Background: an optimization exercise with open tools, aiming at small area and a short achievable clock period. Do not read the settings as production practice.
Only simulation tests tie the RTL to the original design; equivalence was not proved.

==> flow/design.v, too long to show whole: its modules and the start of the top module <==
// module burin_drain_fp: 1432 lines
module burin_drain_fp (
    input  wire        clk,
    input  wire        rst,
    input  wire        in_valid,
    input  wire        in_acc_fp,
    input  wire [31:0] in_acc,
    input  wire [31:0] in_scale,
    input  wire [2:0]  in_fmt,
    output reg         out_valid,
    output reg  [31:0] out_data,
    output reg         out_sat
);
  // ...
==> flow/flow/run.sh <==
#!/bin/bash
# Standard synthesis and layout. Timing repair (floorplan, post-place, CTS, global route)
# works on every path whose setup slack at the design's clock period is below the margin in
# flow/margin.txt, and may resize cells across footprints. The constraints are the design's.
set -euo pipefail
MARGIN=$(cat flow/margin.txt)
bash standard.sh synth > synth_make.log 2>&1
bash standard.sh SETUP_SLACK_MARGIN=$MARGIN MATCH_CELL_FOOTPRINT=0 SKIP_GATE_CLONING=1 finish > layout_make.log 2>&1
==> flow/flow/margin.txt <==
17.3
==> flow/standard.sh <==
#!/bin/bash
# synth_recipe.tcl (not shown) runs the flow's synth.tcl, then flattens the netlist and writes it again
# the make line also repeats each setting of config.mk as NAME=value (left out here)
make -C /OpenROAD-flow-scripts/flow DESIGN_CONFIG=/design/flow/config.mk WORK_HOME=/design/flow/orfs CLKGATE_MAP_FILE= SYNTH_SCRIPT=/design/flow/synth_recipe.tcl "${@:-finish}"
==> flow/config.mk <==
export PLATFORM = sky130hd
export DESIGN_NAME = burin_drain_fp
export DESIGN_NICKNAME = burin_drain_fp
export VERILOG_FILES = /design/flow/design.v
export SDC_FILE = /design/flow/constraint.sdc
export NUM_CORES = 4
export LEC_CHECK = 0
export CAP_MARGIN = 20
export CORE_MARGIN = 2
export CORE_UTILIZATION = 65
export PLACE_DENSITY = 0.8
export SLEW_MARGIN = 20
==> flow/constraint.sdc <==
create_clock -name core_clock -period 23.0 [get_ports {clk}]
set_input_delay 4.6000 -clock core_clock [delete_from_list [all_inputs] [get_ports {clk}]]
set_output_delay 4.6000 -clock core_clock [all_outputs]
set_load 0.01 [all_outputs]
==> metrics.csv, run 1 <==
metric,value,unit
dpl_cell_area,35200,um2
main_combinational_cell_family_by_area_after_synthesis,adder cells,
netlist_area,33700,um2
layout_min_cycle_time,5860,ps
path_buf_inv,5,
destination_of_the_worst_register_to_register_timing_path,p_win[13],
worst_setup_path_end_kind,flip-flop,
slew_violations,0,
critical-path-slowest-cell,sky130_fd_sc_hd__mux4_2,
route.top_layer_used,met5,
finalHoldViolations,0,
critPathArrivalTime,6320,ps
n_clock_buffer,43,
route.layer.met1.wl,37.6,mm
hold_path.startpoint,c_sign,
layout.cell_area.non_filler,38800,um2
rsz0062_at_grt,yes,
dp_cells,4496,
tightest_slew,1090,ps
synth-adder-area-share,0.270,
firstDrtPassIters,7,
synth_async_sr_flop_share,0,
outcome,timing/DRC/antenna clean,
drive_above_1_share,0.136,
chipHeight,232,um
layout.area.seq,5440,um2
cts_sinks,270,
inverters_excl_clock,557,
path_class,flip-flop to flip-flop,
cts-resized-gates,179,
sh_seq_area,0.140,
cts_tree,yes,
hold_end,p_sign,
cts_buffer_depth,3,
diodes,0,
effective_utilization_at_floorplan,0.656,
==> inputs of run 2 (changes only) <==
--- a/flow/config.mk
+++ b/flow/config.mk
@@ -8,5 +8,5 @@
 export CAP_MARGIN = 20
 export CORE_MARGIN = 2
-export CORE_UTILIZATION = 65
-export PLACE_DENSITY = 0.8
+export CORE_UTILIZATION = 40
+export PLACE_DENSITY = 0.6
 export SLEW_MARGIN = 20
==> run 2 against run 1 <==
  * Highest routed layer unchanged
  * Synthesized cell count did not move
  * Worst hold slack got worse by 17 ps
  * Fmax rose by 3.5%
  * Largest cell class unchanged
  * Still clean
==> metrics.csv, run 2 <==
metric,value,unit,change
outcome,timing/DRC/antenna clean,,
ys_ff_latch,270,,
finalHoldViolations,0,,unchanged
num-fill-cells,8042,,
detail_route.wirelength,108,mm,
rr_worst_depth,28,,
r2r_setup_slack,17410,ps,
finalSetupViolCount,0,,
layout.cell_area.non_filler,39400,um2,+1.5%
synth_edf_count,0,,
max_freq,176,MHz,
worst_setup_path_end_kind,output pin,,
grt_pass1_wl,164,mm,
effective_utilization_at_floorplan,0.404,,-0.253
detailedRoute.firstIterationViolations,2536,,
clk_transition_reported_paths,60,ps,
groute.usage.overall,0.242,,
holdCritPathClass,flip-flop to flip-flop,,
netlist_area,33700,um2,unchanged
synth_async_sr_flop_share,0,,unchanged
tightest_slew,1040,ps,-47.5 ps
ctsHtreeMaxLevel,2,,
multi_input_comb_area,26600,um2,
global_route.peak_usage_layer,met2,,
die_area,86500,um2,
synth_top_flop_cell,sky130_fd_sc_hd__dfxtp_1,,
grt_util_met2,0.396,,
finalClockSkew,27.4,ps,
num_io_pins,105,,
crit_fanout,1,,
post_route_clock_period_utilization,0.246,,
preCtsSetupSlack,15460,ps,
cp.depth,1,,
rsz0062_at_grt,yes,,
grt_start_max_net_pins,53,,
via_count,28900,,
cts_buffer_depth,3,,unchanged
drive_above_1_share,0.138,,+0.00186
destination_of_the_worst_register_to_register_timing_path,p_win[18],,
design.core.area,83400,um2,
path_class,flip-flop to output pin,,
ant_nets,0,,
slew_violations,0,,unchanged
vias_per_cell,5.71,,
synthTopCellsByArea,"sky130_fd_sc_hd__fa_1 (20%), sky130_fd_sc_hd__dfxtp_1 (16%), sky130_fd_sc_hd__xnor2_1 (9.9%)",,
dp_hpwl,72.5,mm,
synth_top_area_share,0.202,,
clk_root_buffer_cell,sky130_fd_sc_hd__clkbuf_16,,
numPortBuffers,104,,
diodes,0,,unchanged
maxCapViolCount,0,,
finalSetupTns,0,ps,
cts.hold.buffers_added,0,,
drt-wirelength-per-cell,21.3,um,
grt_antenna_before_repair,2,,
synth_top_cell_by_area,sky130_fd_sc_hd__fa_1,,
std_cell_rows,106,,
worstPathCellList,clkbuf_2,,
critical-path-top-delay-family,flip-flops,,
overflow,0,,
synth-warning-count,1,,
post_layout_worst_setup_margin,17330,ps,
whs,329,ps,
average_instance_area_after_synthesis,8.59,um2,
synthCells,3920,,
cp_launch_type,flip-flop,,
cts_sinks,270,,unchanged
most-common-layout-cells,"sky130_fd_sc_hd__inv_1 (543), sky130_fd_sc_hd__xnor2_1 (379), sky130_fd_sc_hd__a22oi_1 (344)",,
route.detailed.drc,0,,
layout_min_cycle_time,5670,ps,-196 ps
critPathArrivalTime,1070,ps,-5250 ps
post-synth-top-count-cell,sky130_fd_sc_hd__inv_1,,
largest_register_ffs,56,,
r2r-start,c_x[21],,
syn_nets,4511,,
hold_end,p_sign,,
setup.worst_path.start,out_data[22],,
slowest_delay,350,ps,
largest-register,c_x,,
gp_congestion,0.903,,
largest_registers,"c_x (56), c_yh (43)",,
die-width,294,um,
synth.top_cells.by_count,"sky130_fd_sc_hd__inv_1 (546), sky130_fd_sc_hd__xnor2_1 (381), sky130_fd_sc_hd__a22oi_1 (344), sky130_fd_sc_hd__fa_1 (339), sky130_fd_sc_hd__dfxtp_1 (270)",,
globalRouteMet1Util,0.316,,
synthToLayoutAreaGrowth,17.1,%,
chipHeight,294,um,+27%
first_global_vias,28600,,
cts-buffers-inserted,36,,
synth.lib_cells_used.distinct,91,,
relSlewSlack,0.301,,
critical-path-slowest-cell,sky130_fd_sc_hd__dfxtp_2,,
hold_depth,0,,
hold_path.startpoint,c_sign,,
layout.area.seq,5430,um2,-0.18%
worst-endpoint-required,18400,ps,
mostFrequentLayoutCell,sky130_fd_sc_hd__inv_1,,
finalNetCount,4545,,
cts_tree,yes,,
path_buf_inv,1,,-4
dpl_cell_area,35800,um2,+1.7%
firstDrtPassIters,6,,-1
yosysSeqAreaShare,0.161,,
source_to_sink_clock_delay_at_the_later_pin_of_the_worst_skew_pair,590,ps,
met3_usage,0.0406,,
## run 2: worst max-delay path by stage
stage / end
2_1_floorplan: out_data[6]
3_3_place_gp: out_data[3]
3_5_place_dp: out_data[12]
4_1_cts: out_data[7]
5_1_grt: p_win[19]
6_report: out_data[22]
## run 2: metal layers
metal / vias up / wire length [um]
met4: 2 / 4770
met5: - / 13
li1: 13100 / -
met2: 1297 / 50000
met3: 318 / 8550
met1: 14200 / 44200
## run 2: cell families after synthesis
family                     share of synthesized area
AOI/OAI and AO/OA                              0.173
muxes                                         0.0624
DFF                                            0.161
and+or+nand+nor                                0.102
adders and majority gates                      0.270
buffers and inverters                         0.0960
xor gates and xnor gates                       0.136
## run 2: timing repair
item / 4_1_cts / 5_1_grt
pin swaps: 14 / 65
endpoints found under the hold margin: 0 / 0
resized for setup: 168 / 213
gates cloned: 0 / 0
endpoints found under the setup margin: 129 / 64
buffers inserted: 35 / 61
## run 2: final cells by class
type                       count  share of cell area
clock buffer                  45              0.0242
clock inverter                17             0.00727
inverter                     557              0.0533
multi-input combinational   2809               0.675
sequential                   270               0.138
tap                         1080              0.0343
timing repair buffer         280              0.0685
## run 2: per-stage QoR
stage,util,std cells
finish,0.473,5058
global route,0.473,5058
CTS,0.455,4997
detailed placement,0.429,4900
global placement,0.429,4900
floorplan,-,3920
==> inputs of run 3 (changes only) <==
==> flow/flow/run.sh (replaced) <==
#!/bin/bash
# Standard synthesis, then flow/invopt.py removes inverters around the full adders in the
# synthesised netlist (same registers, same function), then the standard layout. Timing repair
# works on every path whose setup slack at the design's clock period is below the margin in
# flow/margin.txt, and may resize across cell footprints. The constraints are the design's.
set -euo pipefail
MARGIN=$(cat flow/margin.txt)
R=orfs/results/sky130hd/burin_drain_fp/base
bash standard.sh synth > synth_make.log 2>&1
cp $R/1_2_yosys.v $R/1_2_yosys_std.v
python3 flow/invopt.py $R/1_2_yosys_std.v $R/1_2_yosys.v > invopt.log 2>&1
rm -f $R/1_synth.odb $R/1_synth.sdc
bash standard.sh SETUP_SLACK_MARGIN=$MARGIN MATCH_CELL_FOOTPRINT=0 SKIP_GATE_CLONING=1 finish > layout_make.log 2>&1
==> flow/flow/invopt.py (new file) <==
#!/usr/bin/env python3
"""Remove inverters around full adders in a mapped sky130hd netlist.

Synthesis (extract_fa) often builds a full adder with all three inputs inverted, where one
inverter on its outputs would do. A full adder is self-dual: FA(~a, ~b, ~c) = ~FA(a, b, c)
for both outputs. This script picks, for every full adder, whether it works on true or
complemented signals so that the fewest inverters are needed, then rewrites the netlist:
all inverters are removed and one inverter is made for each signal that some load needs
in the polarity its driver does not give. Registers and all other cells are kept as they are.

usage: invopt.py IN.v OUT.v
"""
import re
import sys

OUT_PINS = {"X", "Y", "Q", "Q_N", "SUM", "COUT", "HI", "LO"}
INV_RE = re.compile(r"^sky130_fd_sc_hd__(inv|clkinv)_\d+$")
FA_RE = re.compile(r"^sky130_fd_sc_hd__fa_\d+$")
# cells whose inputs may take either polarity: xor <-> xnor absorbs an odd number of flips
XOR_SWAP = {"xor2": "xnor2", "xnor2": "xor2", "xor3": "xnor3", "xnor3": "xor3"}


def xor_kind(typ):
    m = re.match(r"^sky130_fd_sc_hd__(x(?:n)?or[23])_(\d+)$", typ)
    return (m.group(1), m.group(2)) if m else None


def main(src, dst):
    text = open(src).read()
    m = re.search(r"\n(\s*sky130_fd_sc_hd__\w+\s+\S+\s*\()", text)
    head_end = m.start() + 1
    tail_start = text.rindex("endmodule")
    head = text[:head_end]
    body = text[head_end:tail_start]
    inst_re = re.compile(r"\s*(sky130_fd_sc_hd__\w+)\s+(\S+)\s*\((.*?)\);", re.S)
    pin_re = re.compile(r"\.(\w+)\(\s*(.*?)\s*\)(?:,|\s*$)", re.S)
    insts = []
    pos = 0
    for mm in inst_re.finditer(body):
        assert body[pos:mm.start()].strip() == "", body[pos:mm.start()][:200]
        pos = mm.end()
        typ, name, pins = mm.group(1), mm.group(2), mm.group(3)
        pl = [(p, n.strip()) for p, n in pin_re.findall(pins)]
        insts.append([typ, name, pl])
    assert body[pos:].strip() == "", body[pos:][:200]

    outputs = set(re.findall(r"^\s*output\s+(?:\[\d+:\d+\]\s+)?(\S+);", head, re.M))

    def is_port_net(n):
        base = n.lstrip("\\").split("[")[0].strip()
        return base in outputs

    driver = {}
    for idx, (typ, name, pl) in enumerate(insts):
        for p, n in pl:
            if p in OUT_PINS and n:
                driver[n] = (idx, p)

    inv_of = {}   # inverter output net -> input net
    for typ, name, pl in insts:
        if INV_RE.match(typ):
            d = dict(pl)
            inv_of[d["Y"]] = d["A"]

    def literal(n):
        par = 0
        while n in inv_of:
            n = inv_of[n]
            par ^= 1
        return n, par

    # a half adder on two complemented signals: its sum is the xor of the true signals and
    # its carry their nor
    HA_RE = re.compile(r"^sky130_fd_sc_hd__ha_\d+$")
    n_ha = 0
    for idx in range(len(insts)):
        typ, name, pl = insts[idx]
        if not HA_RE.match(typ):
            continue
        d = dict(pl)
        la, lb = literal(d["A"]), literal(d["B"])
        if la[1] == 1 and lb[1] == 1:
            n_ha += 1
            insts[idx] = ["sky130_fd_sc_hd__xor2_1", name, [("A", la[0]), ("B", lb[0]), ("X", d["SUM"])]]
            insts.append(["sky130_fd_sc_hd__nor2_1", name + "_nor", [("A", la[0]), ("B", lb[0]), ("Y", d["COUT"])]])
    sys.stderr.write(f"invopt: {n_ha} half adders on complemented inputs split\n")

    # inverters that drive a port keep their net name; keep those inverters as they are
    keep_inv = set()
    for idx, (typ, name, pl) in enumerate(insts):
        if INV_RE.match(typ) and is_port_net(dict(pl)["Y"]):
            keep_inv.add(idx)

    fas = [i for i, (t, _, _) in enumerate(insts) if FA_RE.match(t)]
    fa_out = {}   # root net -> fa idx that drives it
    for i in fas:
        for p, n in insts[i][2]:
            if p in ("SUM", "COUT"):
                fa_out[n] = i

    # consumers: (root, parity, fa idx or None) for every input pin of a kept cell
    cons = []
    for idx, (typ, name, pl) in enumerate(insts):
        if INV_RE.match(typ) and idx not in keep_inv:
            continue
        for k, (p, n) in enumerate(pl):
            if p in OUT_PINS or not n:
                continue
            r, par = literal(n)
            if xor_kind(typ):
                cons.append((idx, k, r, par, "x"))
            else:
                cons.append((idx, k, r, par, idx if FA_RE.match(typ) else None))

    flip = {i: 0 for i in fas}
    by_root = {}
    for c in cons:
        by_root.setdefault(c[2], []).append(c)

    def need(root):
        """polarities (relative to the root's true value) its loads want"""
        s = set()
        for (_, _, r, par, fa) in by_root.get(root, []):
            if fa == "x":
                continue
            s.add(par ^ (flip[fa] if fa is not None else 0))
        return s

    def cost(root):
        avail = flip[fa_out[root]] if root in fa_out else 0
        return len(need(root) - {avail})

    def roots_of(i):
        rs = set()
        for p, n in insts[i][2]:
            if p in ("SUM", "COUT"):
                rs.add(n)
            elif p in ("A", "B", "CIN"):
                rs.add(literal(n)[0])
        return rs

    before = sum(cost(r) for r in set(by_root) | set(fa_out))
    changed = True
    rounds = 0
    while changed and rounds < 50:
        changed = False
        rounds += 1
        for i in fas:
            rs = roots_of(i)
            c0 = sum(cost(r) for r in rs)
            flip[i] ^= 1
            c1 = sum(cost(r) for r in rs)
            if c1 < c0:
                changed = True
            else:
                flip[i] ^= 1
    after = sum(cost(r) for r in set(by_root) | set(fa_out))
    n_inv_old = sum(1 for t, _, _ in insts if INV_RE.match(t))

    # physical nets: the root's own name carries its true value; a flipped full adder
    # drives <root>_n (complement) instead
    def cname(r):
        b = r.lstrip("\\").strip()
        return "\\" + b + "__n "

    new_insts = []
    new_wires = []
    made = set()
    phys = {}   # (root, polarity) -> net name
    for r in set(by_root) | set(fa_out):
        avail = flip[fa_out[r]] if r in fa_out else 0
        if avail:
            phys[(r, 1)] = cname(r)
            new_wires.append(cname(r))
        else:
            phys[(r, 0)] = r
    k_inv = 0

    def get(r, pol):
        nonlocal k_inv
        if (r, pol) in phys:
            return phys[(r, pol)]
        src_pol = 1 - pol
        src = phys[(r, src_pol)]
        if pol == 1:
            net = cname(r)
            new_wires.append(net)
        else:
            net = r
        k_inv += 1
        new_insts.append(["sky130_fd_sc_hd__inv_1", f"invopt_{k_inv}", [("A", src), ("Y", net)]])
        phys[(r, pol)] = net
        return net

    for idx, (typ, name, pl) in enumerate(insts):
        if INV_RE.match(typ) and idx not in keep_inv:
            continue
        npl = []
        xk = xor_kind(typ)
        odd = 0
        for p, n in pl:
            if p in OUT_PINS:
                if idx in flip and flip[idx] and p in ("SUM", "COUT"):
                    n = cname(n)
                npl.append((p, n))
            elif not n:
                npl.append((p, n))
            else:
                r, par = literal(n)
                pol = par ^ (flip[idx] if idx in flip else 0)
                if xk:
                    have = 0 if (r, 0) in phys else 1
                    odd ^= have ^ pol
                    pol = have
                npl.append((p, get(r, pol)))
        if xk and odd:
            typ = f"sky130_fd_sc_hd__{XOR_SWAP[xk[0]]}_{xk[1]}"
            if xk[0] in ("xor2", "xnor2"):   # xor2 drives X, xnor2 drives Y
                opin = {"xor2": "X", "xnor2": "Y"}[XOR_SWAP[xk[0]]]
                npl = [(opin if p in ("X", "Y") else p, n) for p, n in npl]
        new_insts.append([typ, name, npl])

    # a root whose true value is still needed under its own name but whose adder was
    # flipped gets it from an inverter (made in get); roots no load uses need nothing
    decl = "".join(f"  wire {w};\n" for w in sorted(set(new_wires)))
    out = [head.rstrip("\n") + "\n" + decl]
    def esc(n):
        return n.rstrip() + " " if n.startswith("\\") else n
    for typ, name, pl in new_insts:
        pins = ",\n".join(f"    .{p}({esc(n)})" for p, n in pl)
        out.append(f"  {typ} {name} (\n{pins}\n  );\n")
    out.append("endmodule\n")
    open(dst, "w").write("".join(out))
    n_inv_new = sum(1 for t, _, _ in new_insts if INV_RE.match(t))
    sys.stderr.write(f"invopt: {len(fas)} full adders, {sum(flip.values())} flipped; "
                     f"inverters {n_inv_old} -> {n_inv_new} (polarity mismatches {before} -> {after})\n")


if __name__ == "__main__":
    main(sys.argv[1], sys.argv[2])
==> run 3 against run 2 <==
  * Still clean
  * Critical path depth rose by 27
  * Routed wire length fell by 2.5%
  * Synthesized cell count fell by 5.6%
  * Flip-flop and latch count did not move
  * Register-to-register slack got worse by 110 ps
  * Final cell count fell by 4.9%
  * Critical endpoint is now p_win[11]
==> metrics.csv, run 3 <==
metric,value,unit,change
outcome,timing/DRC/antenna clean,,
max_freq,175,MHz,-0.64%
source_to_sink_clock_delay_at_the_later_pin_of_the_worst_skew_pair,590,ps,about the same
num-fill-cells,7702,,-4.2%
finalSetupViolCount,0,,unchanged
ant_nets,0,,unchanged
groute.usage.overall,0.244,,+0.00212
layout_min_cycle_time,5700,ps,+36.5 ps
hold_path.startpoint,c_sign,,
synth-warning-count,1,,unchanged
drive_above_1_share,0.146,,+0.00843
hold_depth,0,,unchanged
tightest_slew,1110,ps,+73.8 ps
first_global_vias,27700,,-3.1%
detail_route.wirelength,105,mm,-2.5%
worst-endpoint-required,23520,ps,+5120 ps
holdCritPathClass,flip-flop to flip-flop,,
mostFrequentLayoutCell,sky130_fd_sc_hd__a22oi_1,,
via_count,27800,,-3.8%
crit_fanout,7,,+6
num_io_pins,105,,unchanged
grt_pass1_wl,160,mm,-2.6%
route.detailed.drc,0,,unchanged
grt_start_max_net_pins,53,,unchanged
vias_per_cell,5.77,,+1.1%
finalNetCount,4266,,-6.1%
firstDrtPassIters,8,,+2
dpl_cell_area,34900,um2,-2.6%
average_instance_area_after_synthesis,8.82,um2,+2.7%
syn_nets,4244,,-5.9%
cts_buffer_depth,3,,unchanged
slowest_delay,420,ps,+70 ps
rsz0062_at_grt,yes,,
critPathArrivalTime,6230,ps,+5160 ps
cts-buffers-inserted,36,,unchanged
slew_violations,0,,unchanged
gp_congestion,0.906,,+0.27%
synthToLayoutAreaGrowth,17.2,%,about the same
effective_utilization_at_floorplan,0.405,,+0.00131
met3_usage,0.0524,,+0.0119
grt_util_met2,0.400,,+0.00400
layout.cell_area.non_filler,38300,um2,-2.9%
numPortBuffers,104,,unchanged
drt-wirelength-per-cell,21.8,um,+2.5%
detailedRoute.firstIterationViolations,2456,,-3.2%
ctsHtreeMaxLevel,2,,unchanged
maxCapViolCount,0,,unchanged
design.core.area,80700,um2,-3.3%
post_route_clock_period_utilization,0.248,,+0.00159
clk_transition_reported_paths,50,ps,about the same
clk_root_buffer_cell,sky130_fd_sc_hd__clkbuf_16,,
cts.hold.buffers_added,0,,unchanged
largest_register_ffs,56,,unchanged
grt_antenna_before_repair,4,,+2
r2r-start,c_yh[16],,
post_layout_worst_setup_margin,17300,ps,-36.5 ps
r2r_setup_slack,17300,ps,-110 ps
chipHeight,290,um,-1.5%
worst_setup_path_end_kind,flip-flop,,
destination_of_the_worst_register_to_register_timing_path,p_win[11],,
preCtsSetupSlack,15350,ps,-111 ps
finalHoldViolations,0,,unchanged
overflow,0,,unchanged
global_route.peak_usage_layer,met2,,
cts_sinks,270,,unchanged
cp_launch_type,flip-flop,,
largest_registers,"c_x (56), c_yh (43)",,
globalRouteMet1Util,0.316,,+0.000575
most-common-layout-cells,"sky130_fd_sc_hd__a22oi_1 (344), sky130_fd_sc_hd__fa_1 (337), sky130_fd_sc_hd__xnor2_1 (317)",,
dp_hpwl,70.7,mm,-2.5%
die_area,84000,um2,-2.9%
critical-path-slowest-cell,sky130_fd_sc_hd__dfxtp_1,,
cts_tree,yes,,
std_cell_rows,104,,-1.9%
largest-register,c_x,,
relSlewSlack,0.257,,-0.0439
finalSetupTns,0,ps,unchanged
path_class,flip-flop to flip-flop,,
die-width,290,um,-1.5%
synthCells,3702,,-5.6%
netlist_area,32700,um2,-3.0%
hold_end,p_sign,,
finalClockSkew,47.5,ps,+20.1 ps
rr_worst_depth,28,,unchanged
## run 3: area by class of cell
type | count | area (um2) | area share
Antenna cell | 3 | 7.51 | 0.000196
Multi-Input combinational cell | 2858 | 26600 | 0.696
Tap cell | 1060 | 1330 | 0.0347
Clock inverter | 18 | 175 | 0.00458
Timing Repair Buffer | 268 | 2580 | 0.0674
Clock buffer | 45 | 975 | 0.0255
Inverter | 290 | 1100 | 0.0288
Sequential cell | 270 | 5460 | 0.143
## run 3: critical path, delay by kind of cell (launching register included)
kind / cells / cell delay (ps)
multiplexers: 3 / 460
AND/OR/NAND/NOR: 7 / 1330
XOR/XNOR: 2 / 560
AO/OA/AOI/OAI: 10 / 1780
buffers and inverters: 5 / 760
flip-flops: 1 / 420
adder cells (fa/ha/maj): 1 / 310
## run 3: repair_timing
item | in CTS | in global routing
pin swaps | 17 | 60
endpoints found under the setup margin | 138 | 61
buffers inserted | 43 | 43
gates resized for setup | 174 | 207
## run 3: worst max path at each step
stage | cells past startpoint | endpoint | startpoint
CTS | 27 | out_data[13] | p_win[12]
floorplan | 13 | c_yh[27] | r_acc[31]
global placement | 27 | out_data[3] | p_fmt[2]
global route | 28 | p_win[11] | c_yh[16]
finish | 28 | p_win[11] | c_yh[16]
detailed placement | 27 | out_data[3] | p_fmt[2]
## run 3: metrics by stage
step           hold slack, ps   util  instances
2_1_floorplan             310      -       3702
6_report                  347  0.474       4812
4_1_cts                   356  0.459       4766
3_5_place_dp              345  0.433       4660
5_1_grt                   366  0.474       4810
3_3_place_gp              316  0.433       4660
## run 3: metal layers
metal	vias to the layer above	routed length, um
met5	-	13
met4	2	4270
met3	313	9260
met2	1376	48300
met1	13500	43000
li1	12600	-
==> inputs of run 4 (changes only) <==
==> flow/flow/run.sh (replaced) <==
#!/bin/bash
# Standard synthesis, then flow/invopt.py removes inverters around the full adders in the
# synthesised netlist (same registers, same function), then the standard layout. Timing repair
# works on every path whose setup slack at the design's clock period is below the margin in
# flow/margin.txt, and may resize across cell footprints. Ports get buf_1 buffers. The constraints are the design's.
set -euo pipefail
MARGIN=$(cat flow/margin.txt)
R=orfs/results/sky130hd/burin_drain_fp/base
bash standard.sh synth > synth_make.log 2>&1
cp $R/1_2_yosys.v $R/1_2_yosys_std.v
python3 flow/invopt.py $R/1_2_yosys_std.v $R/1_2_yosys.v > invopt.log 2>&1
rm -f $R/1_synth.odb $R/1_synth.sdc
bash standard.sh SETUP_SLACK_MARGIN=$MARGIN MATCH_CELL_FOOTPRINT=0 SKIP_GATE_CLONING=1 "BUFFER_PORTS_ARGS=-buffer_cell sky130_fd_sc_hd__buf_1" finish > layout_make.log 2>&1
==> run 4 against run 3 <==
  * Register-to-register slack improved by 100 ps
  * Global-route usage fell by 0.11 points
  * Synthesized cell count unchanged
  * Synthesized area unchanged
  * Final area down 1.2%
  * Fmax is 0.29% higher
  * Clock skew down 11 ps
  * Critical path depth decreased by 27
  * Utilization down 0.58 points
==> metrics.csv, run 4 <==
metric,value,unit,change
outcome,timing/DRC/antenna clean,,
num-fill-cells,7727,,+0.32%
grt_antenna_before_repair,4,,unchanged
cts_buffer_depth,3,,unchanged
chipHeight,290,um,unchanged
ctsHtreeMaxLevel,1,,-1
std_cell_rows,104,,unchanged
layout_min_cycle_time,5690,ps,-16.5 ps
first_global_vias,27600,,-0.46%
tightest_slew,1050,ps,-67.6 ps
finalClockSkew,36.0,ps,-11.5 ps
most-common-layout-cells,"sky130_fd_sc_hd__a22oi_1 (343), sky130_fd_sc_hd__fa_1 (337), sky130_fd_sc_hd__xnor2_1 (317)",,
largest_registers,"c_x (56), c_yh (43)",,
whs,345,ps,-1.23 ps
worst-endpoint-required,18400,ps,-5120 ps
effective_utilization_at_floorplan,0.405,,unchanged
cts_tree,yes,,
cp_launch_type,flip-flop,,
maxCapViolCount,0,,unchanged
firstDrtPassIters,5,,-3
via_count,27600,,-0.48%
largest_register_ffs,56,,unchanged
grt_pass1_wl,160,mm,-0.27%
dpl_cell_area,34300,um2,-1.8%
finalHoldViolations,0,,unchanged
detail_route.wirelength,104,mm,-0.88%
critical-path-top-delay-family,flip-flops,,
groute.usage.overall,0.243,,-0.00111
layout.cell_area.non_filler,37800,um2,-1.2%
source_to_sink_clock_delay_at_the_later_pin_of_the_worst_skew_pair,630,ps,+40 ps
mostFrequentLayoutCell,sky130_fd_sc_hd__a22oi_1,,
ant_nets,0,,unchanged
holdCritPathClass,flip-flop to flip-flop,,
gp_congestion,0.906,,about the same
drt-wirelength-per-cell,21.6,um,-0.86%
post_layout_cell_count,4811,,-0.021%
clk_transition_reported_paths,60,ps,about the same
synth-warning-count,1,,unchanged
crit_fanout,1,,-6
slew_violations,0,,unchanged
post_route_clock_period_utilization,0.247,,-0.000717
critPathArrivalTime,1090,ps,-5140 ps
netlist_area,32700,um2,unchanged
critical-path-slowest-cell,sky130_fd_sc_hd__dfxtp_2,,
slowest_delay,360,ps,-60 ps
die-width,290,um,unchanged
design.core.area,80700,um2,unchanged
relSlewSlack,0.301,,+0.0439
rsz0062_at_grt,yes,,
multi_input_comb_area,26700,um2,+0.32%
diodes,0,,-3
worst_setup_path_end_kind,output pin,,
vias_per_cell,5.75,,-0.46%
max_freq,176,MHz,+0.29%
finalSetupTns,0,ps,unchanged
worstPathCellList,buf_6,,
route.detailed.drc,0,,unchanged
finalNetCount,4271,,+0.12%
numPortBuffers,104,,unchanged
layout.area.seq,5500,um2,+0.71%
dp_hpwl,69.9,mm,-1.2%
path_class,flip-flop to output pin,,
post_layout_worst_setup_margin,17310,ps,+16.5 ps
synthCells,3702,,unchanged
overflow,0,,unchanged
finalSetupViolCount,0,,unchanged
average_instance_area_after_synthesis,8.82,um2,unchanged
detailedRoute.firstIterationViolations,2426,,-1.2%
grt_start_max_net_pins,53,,unchanged
cts_sinks,270,,unchanged
num_io_pins,105,,unchanged
syn_nets,4244,,unchanged
path_buf_inv,1,,-4
die_area,84000,um2,unchanged
largest-register,c_x,,
dp_cells,4662,,+0.043%
preCtsSetupSlack,15360,ps,+2.90 ps
cts-buffers-inserted,31,,-14%
clk_root_buffer_cell,sky130_fd_sc_hd__clkbuf_16,,
synthToLayoutAreaGrowth,15.7,%,
drive_above_1_share,0.162,,+0.0151
final_core_util,0.468,,-0.00582
## run 4: cell types whose count changed in the layout (fill, tap and decap cells not counted), sizes merged
cell and delta:
clkinv -2, buf +109, clkbuf -7, dlymetal6s2s -23, inv -2, diode -3, clkdlybuf4s50 -70, bufinv +2
clkinvlp -5
## run 4: routing by layer
metal  global-route usage  vias to the layer above  share of wire
li1                     -                    12600              -
met5                    0                        -        0.00039
met3               0.0400                      265          0.080
met4               0.0858                        6          0.040
met1                0.317                    13500           0.41
met2                0.405                     1222           0.47
## run 4: layout make-up
cell class / instances / share of cell area
multi-input cells: 2858 / 0.707
flip-flops and latches: 270 / 0.145
repair buffers: 278 / 0.0557
well taps: 1060 / 0.0351
inverters: 290 / 0.0291
clock buffers: 44 / 0.0239
clock inverters: 11 / 0.00354
## run 4: worst paths after layout
check         startpoint           to  slack, ps  depth (start not counted)
min reg2reg       c_sign       p_sign        350                          0
max          out_data[1]  out_data[1]      17310                          1
min               c_sign       p_sign        350                          0
max reg2reg      c_x[54]    p_win[21]      17400                         21
## run 4: what timing repair did
action                     4_1_cts  5_1_grt
resized for setup              200      249
hold buffers                     0        0
setup buffers                   49       45
setup endpoints to repair      137       99
cloned                           0        0
pin swaps                       23       53
==> inputs of run 5 (changes only) <==
--- a/flow/config.mk
+++ b/flow/config.mk
@@ -6,4 +6,5 @@
 export NUM_CORES = 4
 export LEC_CHECK = 0
+export ABC_AREA = 1
 export CAP_MARGIN = 20
 export CORE_MARGIN = 2
==> run 5 against run 4 <==
  * Still clean on timing, DRC and antenna
  * Die area shrank 1.4%
  * Synthesized area shrank 1.4%
  * Utilization shrank 2.5 points
  * Sequential share of layout area grew 0.70 points
  * Non-clock buffer count shrank 47
  * Register-to-register slack gained 80 ps
  * Setup slack gained 25 ps
  * Critical path depth is the same
  * Routed wire length shrank 1.8%
  * Via count grew 4.4%
  * Synthesized cell count grew 13%
  * Highest routed layer is now met4
==> metrics.csv, run 5 <==
metric,value,unit,change
average_instance_area_after_synthesis,7.71,um2,-13%
num_io_pins,105,,unchanged
netlist_area,32200,um2,-1.4%
maxCapViolCount,0,,unchanged
tightest_slew,1190,ps,+146 ps
crit_fanout,1,,unchanged
std_cell_rows,104,,unchanged
cts_buffer_depth,3,,unchanged
drt-wirelength-per-cell,19.3,um,-11%
grt_antenna_before_repair,2,,-2
slew_violations,0,,unchanged
first_global_vias,28300,,+2.7%
overflow,0,,unchanged
layout_min_cycle_time,5660,ps,-24.9 ps
die-width,288,um,-0.69%
slowest_delay,310,ps,-50 ps
critical-path-top-delay-family,flip-flops,,
path_class,flip-flop to output pin,,
final_core_util,0.443,,-0.0255
outcome,timing/DRC/antenna clean,,
finalHoldViolations,0,,unchanged
clk_root_buffer_cell,sky130_fd_sc_hd__clkbuf_16,,
die_area,82800,um2,-1.4%
worstPathCellList,buf_1,,
finalSetupTns,0,ps,unchanged
dp_hpwl,73.0,mm,+4.5%
numPortBuffers,104,,unchanged
finalNetCount,4742,,+11%
largest_register_ffs,56,,unchanged
cts.hold.buffers_added,0,,unchanged
max_freq,177,MHz,+0.44%
path_buf_inv,1,,unchanged
post_route_clock_period_utilization,0.246,,-0.00108
holdCritPathClass,flip-flop to flip-flop,,
diodes,0,,unchanged
ant_nets,0,,unchanged
relSlewSlack,0.203,,-0.0980
grt_start_max_net_pins,74,,+40%
route.detailed.drc,0,,unchanged
cts_sinks,270,,unchanged
chipHeight,288,um,-0.69%
finalClockSkew,16.4,ps,-19.6 ps
effective_utilization_at_floorplan,0.402,,-0.00301
gp_congestion,0.925,,+2.1%
mostFrequentLayoutCell,sky130_fd_sc_hd__nand2_1,,
cts_tree,yes,,
groute.usage.overall,0.243,,+0.000527
firstDrtPassIters,8,,+3
cts-buffers-inserted,35,,+13%
most-common-layout-cells,"sky130_fd_sc_hd__nand2_1 (761), sky130_fd_sc_hd__inv_1 (500), sky130_fd_sc_hd__xor2_1 (370)",,
vias_per_cell,5.46,,-5.0%
finalSetupViolCount,0,,unchanged
synthCells,4178,,+13%
via_count,28900,,+4.4%
worst_setup_path_end_kind,output pin,,
clk_transition_reported_paths,60,ps,about the same
worst-endpoint-required,18400,ps,about the same
drive_above_1_share,0.0785,,-0.0830
largest_registers,"c_x (56), c_yh (43)",,
whs,326,ps,-19.2 ps
largest-register,c_x,,
detailedRoute.firstIterationViolations,2565,,+5.7%
design.core.area,80200,um2,-0.65%
grt_pass1_wl,158,mm,-1.1%
rsz0062_at_grt,no,,
source_to_sink_clock_delay_at_the_later_pin_of_the_worst_skew_pair,560,ps,-70 ps
critPathArrivalTime,1060,ps,-30 ps
syn_nets,4718,,+11%
synth-warning-count,1,,unchanged
critical-path-slowest-cell,sky130_fd_sc_hd__dfxtp_1,,
cp_launch_type,flip-flop,,
ctsHtreeMaxLevel,2,,+1
detail_route.wirelength,102,mm,-1.8%
synthToLayoutAreaGrowth,10.2,%,
run 5: cell type report:
type	count	area, um2
clock buffers	42	973
clock inverters	21	241
fillers	8260	44700
inverters	511	1950
multi-input cells	3153	24200
flip-flops and latches	270	5410
well taps	1060	1330
repair buffers	231	1410
run 5: worst paths after layout:
path | from | endpoint | slack, ps | cells past startpoint
hold / removal | c_sign | p_sign | 330 | 0
setup / recovery | out_valid | out_valid | 17340 | 1
setup reg to reg | r_fp | c_yh[36] | 17480 | 15
hold reg to reg | c_sign | p_sign | 330 | 0
run 5: layer usage:
layer / GRT usage / part of all wire / vias to the layer above / wire length, um
li1: - / - / 13600 / -
met1: 0.316 / 0.42 / 13800 / 42500
met2: 0.392 / 0.46 / 1217 / 46700
met3: 0.0444 / 0.079 / 284 / 8070
met4: 0.112 / 0.047 / 0 / 4840
met5: 0 / 0 / - / 0
run 5: per-stage QoR:
stage          cell area (um2)  setup WS (ps)  instances
4_1_cts                  35100          17290       5260
5_1_grt                  35500          17230       5288
6_report                 35500          17340       5288
2_1_floorplan            32200          17930       4178
3_5_place_dp             33500          15680       5178
3_3_place_gp             33500          15740       5178
run 5: repair_timing:
action / in CTS / in global routing
setup endpoints to repair: 87 / 80
pin swaps: 2 / 8
gates resized for setup: 36 / 54
gates cloned: 0 / 0
setup buffers: 19 / 28

## re-timing with driven ports
The results above use ideal ports. As a check the final layouts listed here were re-extracted and re-timed, cells and wires unchanged.
Step 1 sets driving cells, clkbuf_16 on the clock port and buf_2 on the other inputs (assumed; they add their load-dependent delay and slew).
Step 2 times the ports against the registers' clock, not the clock port: input delays grow and output delays shrink by t, the midpoint of the rising clock arrivals with the driver on.
a / b / c = no drivers / after step 1 / after step 2; a / b = the first two.
run | t (ns) | slack for setup (ns) | hold WS [ns] | worst register clock-pin slew, ns | worst data-port slew with drivers (ns)
run 1 | 0.630 | 17.138 / 17.138 / 17.138 | 0.346 / 0.346 / 0.346 | 0.06 / 0.06 | 0.04
run 2 | 0.645 | 17.334 / 17.266 / 17.407 | 0.329 / 0.329 / 0.329 | 0.07 / 0.07 | 0.04
run 3 | 0.637 | 17.298 / 17.270 / 17.298 | 0.347 / 0.347 / 0.347 | 0.07 / 0.07 | 0.04
run 4 | 0.681 | 17.314 / 17.248 / 17.395 | 0.345 / 0.345 / 0.345 | 0.07 / 0.07 | 0.03
run 5 | 0.619 | 17.339 / 17.276 / 17.480 | 0.326 / 0.326 / 0.326 | 0.07 / 0.07 | 0.05
After both steps every run listed still meets setup and hold.
